This design comes from an exercise in tuning for small area on the open sky130 flow, not from production work. Where RTL was checked, it was by simulation tests only, not by an equivalence proof against the original. Power is estimated from default activity; no workload was simulated.

==> flow/design.v <==
`default_nettype none
module scl_pulse (
    input  wire        clk,
    input  wire        rst,               
    input  wire [16:0] cfg_const,         
    input  wire        cfg_test,          
    input  wire [15:0] cfg_tick_len,      
    input  wire        tick,              
    input  wire [47:0] e_uj,              
    output reg         pls,               
    output wire [31:0] backlog,           
    output reg         bklg_evt           
);
    localparam [29:0] KD = 30'd439453125;    
    reg  [7:0]  cnt;
    wire        ph_mul  = (cnt >= 8'd56)  && (cnt <= 8'd103);
    wire        ph_div  = (cnt >= 8'd104) && (cnt <= 8'd127);
    wire        ph_tot  = (cnt >= 8'd128) && (cnt <= 8'd182);   
    wire        ph_rot  = (cnt >= 8'd128) && (cnt <= 8'd235);   
    wire        lo_on   = (cnt <= 8'd159);            
    wire        rh_mul  = (cnt >= 8'd56)  && (cnt <= 8'd80);    
    wire        rh_ld   = (cnt >= 8'd128) && (cnt <= 8'd152);   
    wire        q_on    = (cnt <= 8'd151);            
    wire        n_on    = (cnt <= 8'd135);            
    wire        s_on    = (cnt >= 8'd160);            
    wire [2:0]  kb      = cnt[2:0];                   
    wire        idle    = (cnt == 8'd236);
    wire        w_go    = (cnt == 8'd215);            
    reg  [65:0] z;
    reg  [24:0] rh;           
    reg         rz;           
    reg  [31:0] t_lo;         
    reg  [22:0] t_hi;         
    reg         tz;           
    reg         tz_p;         
    reg         c1, b2;       
    reg         sat;          
    reg         sat_w;        
    wire [7:0]  n_max = cfg_test ? 8'd200 : 8'd4;
    wire        cin   = rh[0] & ~rz & rh_mul;
    wire [18:0] m_s   = {1'b0, z[65:48]} + (z[0] ? {2'b0, cfg_const} : 19'd0) + {1'b0, cin, 17'd0};
    wire [29:0] d_v   = z[65:36];
    wire [30:0] d_sub = {1'b0, d_v} - {1'b0, KD};
    wire        d_ge  = ~d_sub[30];
    wire [28:0] d_r   = d_ge ? d_sub[28:0] : d_v[28:0];
    wire        t_b   = (lo_on ? t_lo[cnt[4:0]] : t_hi[0]) & ~tz;
    wire        q_b   = z[0] & q_on;
    wire        s1    = t_b ^ q_b ^ c1;
    wire        c1_n  = (t_b & q_b) | (c1 & (t_b ^ q_b));
    wire        n_b   = n_on & n_max[kb];
    wire        y     = s1 ^ n_b ^ b2;
    wire        b2_n  = (~s1 & (n_b | b2)) | (n_b & b2);
    always @(posedge clk) begin
        if (tick) begin
            z[47:0]  <= e_uj;
            z[65]    <= 1'b0;
            if (rz)
                z[64:48] <= 17'd0;
        end else if (ph_mul)
            z <= {m_s[18:1], m_s[0], z[47:1]};
        else if (ph_div)
            z <= {d_r, z[35:0], d_ge};
        else if (ph_rot)
            z <= {z[0], z[65:42], (ph_tot && lo_on) ? y : z[41], z[40:1]};
        else begin
            z[47:0] <= z[48:1];
            z[65]   <= z[0];
        end
        if (rh_mul || rh_ld)
            rh <= {z[41], rh[24:1]};
        if (ph_tot && !lo_on)
            t_hi <= {y, t_hi[22:1]};
        if (ph_tot) begin
            c1 <= c1_n;
            b2 <= b2_n;
        end else begin
            c1 <= 1'b0;
            b2 <= 1'b0;
        end
        if (tick || rst)
            sat <= 1'b0;
        else if (ph_tot && s_on && s1)
            sat <= 1'b1;
        if (cnt == 8'd182)
            tz_p <= b2_n;
        if (w_go)
            t_lo <= z[51:20];                         
        if (rst) begin
            cnt   <= 8'd236;
            rz    <= 1'b1;
            tz    <= 1'b1;
            sat_w <= 1'b0;
        end else begin
            if (tick)
                cnt <= 8'd56;
            else if (!idle)
                cnt <= cnt + 8'd1;
            if (cnt == 8'd235)
                rz <= 1'b0;
            if (w_go) begin
                tz    <= tz_p;
                sat_w <= sat;
            end
        end
    end
    wire [7:0]  y_lo  = z[29:22];                    
    wire [4:0]  n_hi  = y_lo[7:3] + 5'b11001;
    wire [7:0]  n_new = !tz_p    ? n_max :
                        cfg_test ? {n_hi, y_lo[2:0]} : {6'd0, y_lo[1:0]};
    wire [4:0]  w_hi  = t_lo[7:3] + 5'b11001;
    wire [7:0]  win_n = !tz      ? n_max :
                        cfg_test ? {w_hi, t_lo[2:0]} : {6'd0, t_lo[1:0]};
    assign backlog = sat_w ? {24'hFFFFFF, ~n_max} : ({32{~tz}} & t_lo);
    reg  [7:0]  left;         
    reg  [16:0] dacc;
    reg  [14:0] wc;
    wire        start  = (left != 8'd0) && !dacc[16];
    wire [7:0]  n_w    = (cnt[7:1] == 7'd107) ? left : win_n;
    wire [8:0]  da_p   = dacc[7:0] + n_w + {7'd0, start};
    wire [16:0] da_h   = start ? {1'b1, ~cfg_tick_len} : {dacc[16:8], 8'd0};
    wire [16:0] da_n   = da_h + {8'd0, da_p};
    wire [7:0]  w_h    = (cfg_test && n_w > 8'd4) ? n_w : 8'd5;
    wire [14:0] wc_b   = start ? cfg_tick_len[15:1] : wc;
    wire [15:0] wc_n   = {1'b0, wc_b} - {8'd0, w_h};
    always @(posedge clk) begin
        wc <= wc_n[14:0];
        if (cnt == 8'd213) begin
            dacc  <= 17'h1FFFF;
        end else begin
            dacc  <= da_n;
        end
        if (rst) begin
            left     <= 8'd0;
            pls      <= 1'b0;
            bklg_evt <= 1'b0;
        end else begin
            if (cnt == 8'd213)
                left <= n_new;
            else if (start)
                left <= left - 8'd1;
            pls <= start | (pls & ~wc_n[15]);
            if (w_go)
                bklg_evt <= bklg_evt | sat;
        end
    end
endmodule
`default_nettype wire
export LEC_CHECK = 0
export CAP_MARGIN = 20
export CORE_MARGIN = 2
export CORE_UTILIZATION = 50
export SLEW_MARGIN = 20
create_clock -name core_clock -period 20.0 [get_ports {clk}]
standard.sh (not shown) runs the stock make flow with config.mk's settings and CLKGATE_MAP_FILE= SYNTH_SCRIPT=/design/flow/synth_recipe.tcl, a recipe that flattens the netlist after the stock synthesis.
==> flow/flow/run.sh <==
#!/bin/bash
# Own layout flow: the standard ORFS flow (standard.sh) with
#  - synthesis: the standard synthesis script, but ABC maps with an area
#    oriented script (flow/abc.script) and Yosys's full-adder extraction is
#    off; registers, their names and cell types are as in the standard one;
#  - every port still gets a buffer, of the smallest buffer cell;
#  - clock tree synthesis without dummy loads and with smaller buffers.
# Each make run writes its full output to a log file in the work folder.
set -euo pipefail
W=$(pwd)
F=$W/flow
cat > $W/own_synth.tcl <<EOT
proc abc {args} {
  set i [lsearch -exact \$args -script]
  if {\$i >= 0} { lset args [expr {\$i + 1}] $F/abc.script }
  yosys abc {*}\$args
}
source $W/synth_recipe.tcl
EOT
CTS="-sink_clustering_enable -repair_clock_nets -dont_use_dummy_load -buf_list sky130_fd_sc_hd__clkbuf_4 -sink_clustering_size 10 -sink_clustering_max_diameter 60"
bash standard.sh SYNTH_SCRIPT=$W/own_synth.tcl ADDER_MAP_FILE= \
  "BUFFER_PORTS_ARGS=-buffer_cell sky130_fd_sc_hd__buf_1" \
  "CTS_ARGS=$CTS" finish > $W/make_finish.log 2>&1
==> flow/flow/abc.script <==
strash
&get -n
&deepsyn -T 20
&put
dch -f
amap
topo
Then changed:
--- a/flow/config.mk
+++ b/flow/config.mk
@@ -8,4 +8,4 @@
 export CAP_MARGIN = 20
 export CORE_MARGIN = 2
-export CORE_UTILIZATION = 50
+export CORE_UTILIZATION = 70
 export SLEW_MARGIN = 20
What happened:
- global-route usage is higher by 9.7 points
- wire length is higher by about 0.46%
- die area is lower by 28%
- setup slack improved by 45 ps
- via count went up by about 6%
- maximum frequency rose by about 0.5%
Then changed:
--- a/flow/flow/run.sh
+++ b/flow/flow/run.sh
@@ -18,5 +18,5 @@
 source $W/synth_recipe.tcl
 EOT
-CTS="-sink_clustering_enable -repair_clock_nets -dont_use_dummy_load -buf_list sky130_fd_sc_hd__clkbuf_4 -sink_clustering_size 10 -sink_clustering_max_diameter 60"
+CTS="-sink_clustering_enable -repair_clock_nets -dont_use_dummy_load -buf_list sky130_fd_sc_hd__clkbuf_4 -sink_clustering_size 9 -sink_clustering_max_diameter 50"
 bash standard.sh SYNTH_SCRIPT=$W/own_synth.tcl ADDER_MAP_FILE= \
   "BUFFER_PORTS_ARGS=-buffer_cell sky130_fd_sc_hd__buf_1" \
==> flow/flow/abc.script (replaced) <==
strash
&get -n
&deepsyn -T 20
&put
dch -f
amap -F 2 -A 20
topo
--- a/flow/config.mk
+++ b/flow/config.mk
@@ -8,4 +8,4 @@
 export CAP_MARGIN = 20
 export CORE_MARGIN = 2
-export CORE_UTILIZATION = 70
+export CORE_UTILIZATION = 50
 export SLEW_MARGIN = 20
=>
- The changed run completed without violations
- synthesized area came out lower slightly
- cell count goes up by a few percent
- worst setup slack got worse by 200 ps
- die area is higher by well over a third
- register-to-register slack is better by 130 ps
- clock skew went down by 20 ps
- first-iteration DRC count came out lower by a quarter to a third
- sequential cell count is unchanged
- wire length is about the same
- non-clock buffer count is higher by 5
Then changed:
==> flow/flow/abc.script (replaced) <==
strash
&get -n
&deepsyn -T 20
&put
dch -f
amap
topo
- The changed run ran to the end with no violations
- cell count rises by about 2%
- count of clock-buffer cells in the layout climbs by 2
- die area goes up by about 1%
- power decreases by 3.8%
- register-to-register slack gains 220 ps
- worst setup slack gets better by 140 ps
- synthesized cell count goes up by about 2.6%
- worst hold slack loses 5.6 ps
- area after synthesis goes up by 1.0%
- sequential cell count does not change
Then changed:
--- a/flow/flow/run.sh
+++ b/flow/flow/run.sh
@@ -18,5 +18,5 @@
 source $W/synth_recipe.tcl
 EOT
-CTS="-sink_clustering_enable -repair_clock_nets -dont_use_dummy_load -buf_list sky130_fd_sc_hd__clkbuf_4 -sink_clustering_size 9 -sink_clustering_max_diameter 50"
+CTS="-sink_clustering_enable -repair_clock_nets -dont_use_dummy_load -buf_list sky130_fd_sc_hd__clkbuf_4 -sink_clustering_size 10 -sink_clustering_max_diameter 60"
 bash standard.sh SYNTH_SCRIPT=$W/own_synth.tcl ADDER_MAP_FILE= \
   "BUFFER_PORTS_ARGS=-buffer_cell sky130_fd_sc_hd__buf_1" \
--- a/flow/config.mk
+++ b/flow/config.mk
@@ -6,6 +6,6 @@
 export NUM_CORES = 4
 export LEC_CHECK = 0
-export CAP_MARGIN = 20
+export CAP_MARGIN = 0
 export CORE_MARGIN = 2
 export CORE_UTILIZATION = 50
-export SLEW_MARGIN = 20
+export SLEW_MARGIN = 0
Synthesized area is unchanged. Total power is lower by 1.0%. Global-route usage is lower by 0.12 points. Final area barely changes. Routed wire length is lower by 0.52%. Combinational power is about the same.

* * *

Another version of the RTL of scl_pulse (not shown whole).
For scale: roughly 1,100 cells after synthesis, about 0.0092 mm² of cells after synthesis.
clock: 20.0 ns
lec_check: 0
cap_margin: 20
core_margin: 2
core_utilization: 65
slew_margin: 20
==> flow/flow/run.sh <==
#!/bin/bash
# Own layout flow: the standard ORFS flow (standard.sh) with
#  - synthesis: the standard synthesis script, but ABC maps with an area
#    oriented script (flow/abc.script) and Yosys's full-adder extraction is
#    off; registers, their names and cell types are as in the standard one;
#  - every port still gets a buffer, of the smallest buffer cell;
#  - clock tree synthesis without dummy loads and with smaller buffers.
# Each make run writes its full output to a log file in the work folder.
set -euo pipefail
W=$(pwd)
F=$W/flow
cat > $W/own_synth.tcl <<EOT
proc abc {args} {
  set i [lsearch -exact \$args -script]
  if {\$i >= 0} { lset args [expr {\$i + 1}] $F/abc.script }
  yosys abc {*}\$args
}
source $W/synth_recipe.tcl
EOT
CTS="-sink_clustering_enable -repair_clock_nets -dont_use_dummy_load -buf_list sky130_fd_sc_hd__clkbuf_4 -sink_clustering_size 9 -sink_clustering_max_diameter 50"
bash standard.sh SYNTH_SCRIPT=$W/own_synth.tcl ADDER_MAP_FILE= \
  "BUFFER_PORTS_ARGS=-buffer_cell sky130_fd_sc_hd__buf_1" \
  "CTS_ARGS=$CTS" finish > $W/make_finish.log 2>&1
==> flow/flow/abc.script <==
strash
&get -n
&deepsyn -T 20
&put
dch -f
amap -F 2 -A 20
topo
Next try:
Settings changed: CORE_UTILIZATION 65 to 50.
Effect: Area after synthesis is unchanged. Clock skew is lower by 0.028 ns. Register-to-register slack gains 0.25 ns. First-iteration DRC count fell by 38%. Final cell count rose by 3.5%. Cell area increases by 0.55%. Fmax came out higher by 0.81%. Wire length went up by 1.8%.
Next try:
Settings changed: CORE_UTILIZATION 50 to 40.
Outcome: Count of clock-buffer cells in the layout grows by 2. Die area grows by 24%. Power grows by 0.84%. Setup slack improved by 0.011 ns. Area after synthesis stays the same. Via count shrinks by 0.32%. Final area grows by 0.98%. First-iteration DRC count grows by 28%.

* * *

Setup of wip/indigo:
Another version of the RTL of scl_pulse (not shown whole).
Size: ~1100 cells after synthesis.
// scl_pulse
module scl_pulse (
    input  wire        clk,
    input  wire        rst,               
    input  wire [16:0] cfg_const,         
    input  wire        cfg_test,          
    input  wire [15:0] cfg_tick_len,      
    input  wire        tick,              
    input  wire [47:0] e_uj,              
    output reg         pls,               
    output reg  [31:0] backlog,           
    output reg         bklg_evt           
);
==> flow/config.mk <==
export PLATFORM = sky130hd
export DESIGN_NAME = scl_pulse
export DESIGN_NICKNAME = scl_pulse
export VERILOG_FILES = /design/flow/design.v
export SDC_FILE = /design/flow/constraint.sdc
export NUM_CORES = 4
export LEC_CHECK = 0
export CAP_MARGIN = 20
export CORE_MARGIN = 2
export CORE_UTILIZATION = 40
export SLEW_MARGIN = 20
==> flow/constraint.sdc <==
create_clock -name core_clock -period 20.0 [get_ports {clk}]
set_input_delay 4.0000 -clock core_clock [delete_from_list [all_inputs] [get_ports {clk}]]
set_output_delay 4.0000 -clock core_clock [all_outputs]
set_load 0.01 [all_outputs]
==> flow/flow/run.sh <==
#!/bin/bash
# Own layout flow: the standard ORFS flow (standard.sh) with
#  - synthesis: the standard synthesis script, but ABC maps with an area
#    oriented script (flow/abc.script) and Yosys's full-adder extraction is
#    off; registers, their names and cell types are as in the standard one;
#  - every port still gets a buffer, of the smallest buffer cell;
#  - clock tree synthesis without dummy loads and with smaller buffers.
# Each make run writes its full output to a log file in the work folder.
set -euo pipefail
W=$(pwd)
F=$W/flow
cat > $W/own_synth.tcl <<EOT
proc abc {args} {
  set i [lsearch -exact \$args -script]
  if {\$i >= 0} { lset args [expr {\$i + 1}] $F/abc.script }
  yosys abc {*}\$args
}
source $W/synth_recipe.tcl
EOT
CTS="-sink_clustering_enable -repair_clock_nets -dont_use_dummy_load -buf_list sky130_fd_sc_hd__clkbuf_8 -sink_clustering_size 20 -sink_clustering_max_diameter 80"
bash standard.sh SYNTH_SCRIPT=$W/own_synth.tcl ADDER_MAP_FILE= \
  "BUFFER_PORTS_ARGS=-buffer_cell sky130_fd_sc_hd__buf_1" \
  "CTS_ARGS=$CTS" finish > $W/make_finish.log 2>&1
==> flow/flow/abc.script <==
strash
&get -n
&deepsyn -T 20
&put
dch -f
amap
topo
Inputs modified between wip/indigo and wip/onyx:
diff --git a/flow/flow/run.sh b/flow/flow/run.sh
--- a/flow/flow/run.sh
+++ b/flow/flow/run.sh
@@ -19,3 +19,3 @@
 EOT
-CTS="-sink_clustering_enable -repair_clock_nets -dont_use_dummy_load -buf_list sky130_fd_sc_hd__clkbuf_8 -sink_clustering_size 20 -sink_clustering_max_diameter 80"
+CTS="-sink_clustering_enable -repair_clock_nets -dont_use_dummy_load -buf_list sky130_fd_sc_hd__clkbuf_4"
 bash standard.sh SYNTH_SCRIPT=$W/own_synth.tcl ADDER_MAP_FILE= \
## What came out
- Relative to wip/indigo, cell count has gone up in wip/onyx.
- Endpoint arrival time on the critical path: wip/onyx vs wip/indigo up 0.02 ns
- On routed wire length on met3: wip/onyx sits above wip/indigo.
- Between wip/onyx and wip/indigo, it is wip/onyx whose final clock period utilization by the worst path is lower, by 0.39 points.
No run of this note included a check of the RTL's function; only the layout flow was run.

* * *

Another version of the RTL of scl_pulse (not shown whole).
Size: ~1100 cells after synthesis, roughly 120 I/O pins, roughly 10000 sq um of cells after synthesis.
Design scl_pulse, start of the top module:
module scl_pulse (
    input  wire        clk,
    input  wire        rst,               
    input  wire [16:0] cfg_const,         
    input  wire        cfg_test,          
    input  wire [15:0] cfg_tick_len,      
    input  wire        tick,              
    input  wire [47:0] e_uj,              
    output reg         pls,               
    output reg  [31:0] backlog,           
    output reg         bklg_evt           
);
==> flow/config.mk <==
export PLATFORM = sky130hd
export DESIGN_NAME = scl_pulse
export DESIGN_NICKNAME = scl_pulse
export VERILOG_FILES = /design/flow/design.v
export SDC_FILE = /design/flow/constraint.sdc
export NUM_CORES = 4
export LEC_CHECK = 0
export CAP_MARGIN = 20
export CORE_MARGIN = 2
export CORE_UTILIZATION = 60
export SLEW_MARGIN = 20
==> flow/constraint.sdc <==
create_clock -name core_clock -period 20.0 [get_ports {clk}]
set_input_delay 4.0000 -clock core_clock [delete_from_list [all_inputs] [get_ports {clk}]]
set_output_delay 4.0000 -clock core_clock [all_outputs]
set_load 0.01 [all_outputs]
==> flow/flow/run.sh <==
#!/bin/bash
# Own layout flow: the standard ORFS flow (standard.sh) with
#  - synthesis: the standard synthesis script, but ABC maps with an area
#    oriented script (flow/abc.script) and Yosys's full-adder extraction is
#    off; registers, their names and cell types are as in the standard one;
#  - every port still gets a buffer, of the smallest buffer cell;
#  - clock tree synthesis without dummy loads and with smaller buffers.
# Each make run writes its full output to a log file in the work folder.
set -euo pipefail
W=$(pwd)
F=$W/flow
cat > $W/own_synth.tcl <<EOT
proc abc {args} {
  set i [lsearch -exact \$args -script]
  if {\$i >= 0} { lset args [expr {\$i + 1}] $F/abc.script }
  yosys abc {*}\$args
}
source $W/synth_recipe.tcl
EOT
CTS="-sink_clustering_enable -repair_clock_nets -dont_use_dummy_load -buf_list sky130_fd_sc_hd__clkbuf_4 -sink_clustering_size 10 -sink_clustering_max_diameter 60"
bash standard.sh SYNTH_SCRIPT=$W/own_synth.tcl ADDER_MAP_FILE= \
  "BUFFER_PORTS_ARGS=-buffer_cell sky130_fd_sc_hd__buf_1" \
  "CTS_ARGS=$CTS" finish > $W/make_finish.log 2>&1
Scripts as last shown in full above: flow/flow/abc.script
Edit:
CORE_UTILIZATION = 50   (was 60)
The changed run completed with no timing, DRC or antenna violations.
Critical path depth went down by 1.
Worst hold slack improved by 0.032 ns.
Routed wire length went up by 4.7%.
Final cell count went up by 3.3%.
Cell area went up by 0.57%.
Die area went up by 19%.
Edit:
CORE_UTILIZATION = 40   (was 50)
Outcome: Power barely changes. Global-route usage is lower by 3.5 points. Fmax decreases by about 0.8%. First-iteration DRC count rises by 3.6%. Final cell count rose by 4.1%.

==> what the ideal ports hide <==
How much do the figures lean on ideal ports? The routed layouts below were timed once more, with nothing changed but the port constraints.
Step 1 assumes that a clkbuf_16 drives the clock port and a buf_2 every other input.
Step 2, shift: input delay + t, output delay - t, t = (earliest + latest rising clock arrival at the registers) / 2. This alone moves slack from input paths to output paths.
Slacks: no drivers / after step 1 / after step 2; pairs: no drivers / after step 1.
| run | t, ns | setup WS [ns] | worst setup path at the end | latest minus earliest clock arrival (ns) | slew at the worst register clock pin (ns) |
|---|---|---|---|---|---|
| the first run of note 1 | 0.691 | 10.806 / 10.781 / 10.504 | input to register | 0.050 / 0.051 | 0.12 / 0.12 |
| the second run of note 1 | 0.658 | 10.850 / 10.824 / 10.439 | input to register | 0.061 / 0.061 | 0.12 / 0.12 |
| the third run of note 1 | 0.670 | 10.653 / 10.616 / 10.324 | input to register | 0.042 / 0.042 | 0.11 / 0.11 |
| the fourth run of note 1 | 0.674 | 10.792 / 10.767 / 10.514 | input to register | 0.072 / 0.072 | 0.11 / 0.11 |
| the fifth run of note 1 | 0.691 | 10.806 / 10.781 / 10.504 | input to register | 0.050 / 0.051 | 0.12 / 0.12 |
| the first run of note 2 | 0.686 | 10.722 / 10.736 / 10.049 | input to register | 0.073 / 0.073 | 0.11 / 0.11 |
| the second run of note 2 | 0.678 | 10.796 / 10.756 / 10.205 | input to register | 0.044 / 0.044 | 0.11 / 0.11 |
| the third run of note 2 | 0.686 | 10.808 / 10.778 / 10.307 | input to register | 0.092 / 0.092 | 0.10 / 0.10 |
| wip/indigo | 0.539 | 9.824 / 9.819 / 9.280 | input to register | 0.058 / 0.058 | 0.12 / 0.12 |
| wip/onyx | 0.641 | 9.902 / 9.897 / 9.255 | input to register | 0.071 / 0.071 | 0.06 / 0.06 |
| the first run of note 4 | 0.660 | 10.210 / 10.233 / 9.573 | input to register | 0.101 / 0.102 | 0.12 / 0.12 |
| the second run of note 4 | 0.669 | 10.202 / 10.221 / 9.552 | input to register | 0.051 / 0.052 | 0.12 / 0.12 |
| the third run of note 4 | 0.697 | 10.118 / 10.137 / 9.440 | input to register | 0.076 / 0.077 | 0.12 / 0.12 |
After both steps setup and hold are still met in every run listed. The setup slack of the third run of note 4, which loses most, moves by +0.019 ns with the drivers and by -0.678 ns with both steps.
